This is an optimization exercise on Yosys and OpenROAD, whose aim is small area, a short achievable clock period and few clock cycles per item, not a production implementation.
Function was checked by simulation only, so behaviour that the tests miss may differ from the original.
Power is estimated from default activity; no workload was simulated.

## red
Design t4_block_enc, start of the top module:
module t4_block_enc (
    input  wire         clk,
    input  wire         rst,           
    input  wire         in_valid,
    output wire         in_ready,
    input  wire [63:0]  in_data,       
    input  wire         in_sat,        
    output wire         out_valid,
    input  wire         out_ready,
    output wire [15:0]  out_header,    
    output wire [127:0] out_codes,     
    output wire         out_flush,     
    output wire [5:0]   out_clipped    
);
    function [5:0] ceilf;
        input [5:0] p;
        input [4:0] m;
        input       st;
        input [5:0] k;
        reg signed [7:0] sh;
        reg [4:0] mq;
        reg       rnz;
        begin
            sh = $signed({2'b00, k}) + 8'sd4 - $signed({2'b00, p});
            if (sh < 0) begin
                ceilf = 6'd63;
            end else if (sh >= 5) begin
                ceilf = {5'd0, (|m) | st};
  ...
==> flow/config.mk <==
export PLATFORM = sky130hd
export DESIGN_NAME = t4_block_enc
export DESIGN_NICKNAME = t4_block_enc
export VERILOG_FILES = /design/flow/design.v
export SDC_FILE = /design/flow/constraint.sdc
export NUM_CORES = 4
export LEC_CHECK = 0
export ABC_CLOCK_PERIOD_IN_PS = 3000
export CAP_MARGIN = 60
export CORE_MARGIN = 2
export CORE_UTILIZATION = 40
export PLACE_DENSITY = 0.6
export SLEW_MARGIN = 60
==> flow/constraint.sdc <==
create_clock -name core_clock -period 14.0 [get_ports {clk}]
set_input_delay 2.8000 -clock core_clock [delete_from_list [all_inputs] [get_ports {clk}]]
set_output_delay 2.8000 -clock core_clock [all_outputs]
set_load 0.01 [all_outputs]
run.sh (not shown) runs the stock make flow with config.mk's settings and CLKGATE_MAP_FILE= SYNTH_SCRIPT=/design/flow/synth_recipe.tcl, a recipe that flattens the netlist after the stock synthesis.
red: no failed stages, no open violations at the end
Testbench counts of red, summed over its fixed seeds: cycles 17,448, items 512.
Here is what was changed in the inputs of blue compared with red.
-- flow/config.mk --
<<< red, line 7
export LEC_CHECK = 0
export ABC_CLOCK_PERIOD_IN_PS = 3000
export CAP_MARGIN = 60
export CORE_MARGIN = 2
>>> blue, line 7
export LEC_CHECK = 0
export CAP_MARGIN = 20
export CORE_MARGIN = 2
<<< red, line 12
export PLACE_DENSITY = 0.6
export SLEW_MARGIN = 60
>>> blue, line 11
export PLACE_DENSITY = 0.6
export SLEW_MARGIN = 20
==> notes.md <==
Looking at number of cells on the critical path, blue sits 1 below red. Status: fraction of area in clock buffers and inverters parity (blue, red). Taking red as the reference, in blue worst slack on hold paths stayed essentially flat, core utilization shows a reduction of 0.70 points, first-pass GRT wire length decreased 790 µm, total routing resource utilization after global routing flat. The routed wire length of blue is lower than that of red. The area growth from synthesis to layout number comes out higher for red vs blue. [blue] proportion of cell area occupied by registers rose 0.59 points relative to red.

* * *

Another version of the RTL of t4_block_enc (not shown whole).
Size: ~4700 cells after synthesis, roughly 53000 um^2 of cells after synthesis.
Design t4_block_enc, start of the top module:
module t4_block_enc (
    input  wire         clk,
    input  wire         rst,           
    input  wire         in_valid,
    output wire         in_ready,
    input  wire [63:0]  in_data,       
    input  wire         in_sat,        
    output wire         out_valid,
    input  wire         out_ready,
    output wire [15:0]  out_header,    
    output wire [127:0] out_codes,     
    output wire         out_flush,     
    output wire [5:0]   out_clipped    
);
Settings: LEC_CHECK=0, CAP_MARGIN=85, CORE_MARGIN=2, CORE_UTILIZATION=40, PLACE_DENSITY=0.6, SLEW_MARGIN=85; clock period 14.0 ns.
Testbench counts at the start, summed over its fixed seeds: cycles 17,448, items 512.
Change:
Settings changed: CAP_MARGIN 85 to 60, SLEW_MARGIN 85 to 60.
- non-clock buffer count falls by 514
- total power falls by about 13%
- via count falls by 6.8%
- final area falls by 13%

* * *

== run 1 ==
t4_block_enc, a different RTL version from the one above (not shown whole).
For scale: roughly 1000 flip-flops, roughly 220 I/O pins, roughly 61000 um^2 of cells after synthesis.
Settings: LEC_CHECK=0, CAP_MARGIN=70, CORE_MARGIN=2, CORE_UTILIZATION=40, PLACE_DENSITY=0.6, SLEW_MARGIN=75; clock period 14.0 ns.
Testbench counts of run 1, summed over its fixed seeds: cycles 17,449, items 512.
[inputs] run 2 vs run 1
- a change of SLEW_MARGIN from 75 to 60
- a change of CAP_MARGIN from 70 to 60
Findings:
Run 2 vs. run 1: sequential share of layout area increased 1.1 points, area added between synthesis and finish fell 3.8 points.
Compared with run 1, run 2 shows a amount of wire on met3 after detailed routing that is 1.0% lower.
Number of nets in the layout, run 2 and run 1, higher one = run 1.
Global-route wire length before repair went down slightly going from run 1 to run 2.
Final number of hold-violating endpoints came out exactly the same in run 2 and run 1.
In run 2 the relative area of non-clock buffer cells in the final design turned out 1.7 points lower than in run 1.
In run 2, worst hold slack after final layout is lower than in run 1.
Comparing run 2 and run 1, the lower clock period minus final worst setup slack is on run 2.
Run 2 against run 1: worst setup slack rose 110 ps, total power consumption of the routed design fell 0.29 mW.
## Diff of input files: run 3 against run 2
- changing CAP_MARGIN from 60 to 45
- changing SLEW_MARGIN from 60 to 45
## What came out
Wire length per cell: run 2 vs run 3 — no meaningful difference
Against run 2, run 3 comes in 1100 um lower on total met2 wirelength after detailed routing.
Lower relative contribution of combinational cells to total power among run 2 and run 3: run 3
[inputs] run 4 vs run 3
- CAP_MARGIN changed from 45 to 70
- SLEW_MARGIN changed from 45 to 70
## What came out
- Run 4 vs run 3 — switching power of the nets rose 0.14 mW.
- In the reports for run 4 and run 3, the smaller final period demand of the worst path belongs to run 4.
- Run 4 vs run 3: maximum clock frequency up by a few percent
- When the final numbers for run 4 and run 3 were put side by side, the sequential cell area share turned out to be smaller in run 4.
- Worst-case hold slack came out lower on run 4 than on run 3.

* * *

t4_block_enc, a different RTL version from the one above (not shown whole).
For scale: about 5200 cells after synthesis, ~1000 flip-flops, ~56000 sq um of cells after synthesis.
Settings: LEC_CHECK=0, CAP_MARGIN=60, CORE_MARGIN=2, CORE_UTILIZATION=55, PLACE_DENSITY=0.75, SLEW_MARGIN=60; clock period 14.0 ns.
Testbench counts at the start, summed over its fixed seeds: cycles 17,449, items 512.
Then changed:
Settings changed: CORE_UTILIZATION 55 to 40, PLACE_DENSITY 0.75 to 0.6.
Outcome: The changed run went through all stages and came out clean. Clock power went down by a few percent. Sequential share of layout area went down by 0.36 points. Combinational power went up slightly.

==> static timing again, ports no longer ideal <==
No port has a modelled driver above. Below, the same layouts with a new extraction and two added sets of constraints. Step 1 sets driving cells, clkbuf_16 on the clock port and buf_2 on the other inputs (assumed; they add their load-dependent delay and slew). Step 2 moves the port delays by t, midway between the first and last clock arrival at a register: inputs arrive t later, outputs are due t later. That takes back most of the time a late clock gives input paths. a / b / c = no drivers / after step 1 / after step 2; a / b = the first two.
| run | t, ns | slack for setup (ns) | slew at the worst register clock pin (ns) |
|---|---|---|---|
| red | 0.790 | 7.168 / 7.168 / 7.168 | 0.07 / 0.07 |
| blue | 0.784 | 6.275 / 6.275 / 6.275 | 0.07 / 0.07 |
| the first run of note 2 | 0.781 | 2.528 / 2.528 / 2.528 | 0.07 / 0.07 |
| the second run of note 2 | 0.790 | 8.056 / 8.056 / 8.056 | 0.07 / 0.07 |
| run 1 | 0.808 | 9.119 / 9.119 / 9.119 | 0.07 / 0.07 |
| run 2 | 0.819 | 9.234 / 9.212 / 9.213 | 0.07 / 0.07 |
| run 3 | 0.826 | 9.070 / 9.070 / 9.070 | 0.07 / 0.07 |
| run 4 | 0.808 | 9.275 / 9.197 / 9.224 | 0.07 / 0.07 |
| the first run of note 4 | 0.770 | 8.836 / 8.836 / 8.813 | 0.07 / 0.07 |
| the second run of note 4 | 0.820 | 8.770 / 8.770 / 8.770 | 0.07 / 0.07 |
After both steps every run listed still meets setup and hold. For run 4, which loses most, drivers alone change the setup slack by -0.078 ns; drivers and shift together by -0.051 ns.
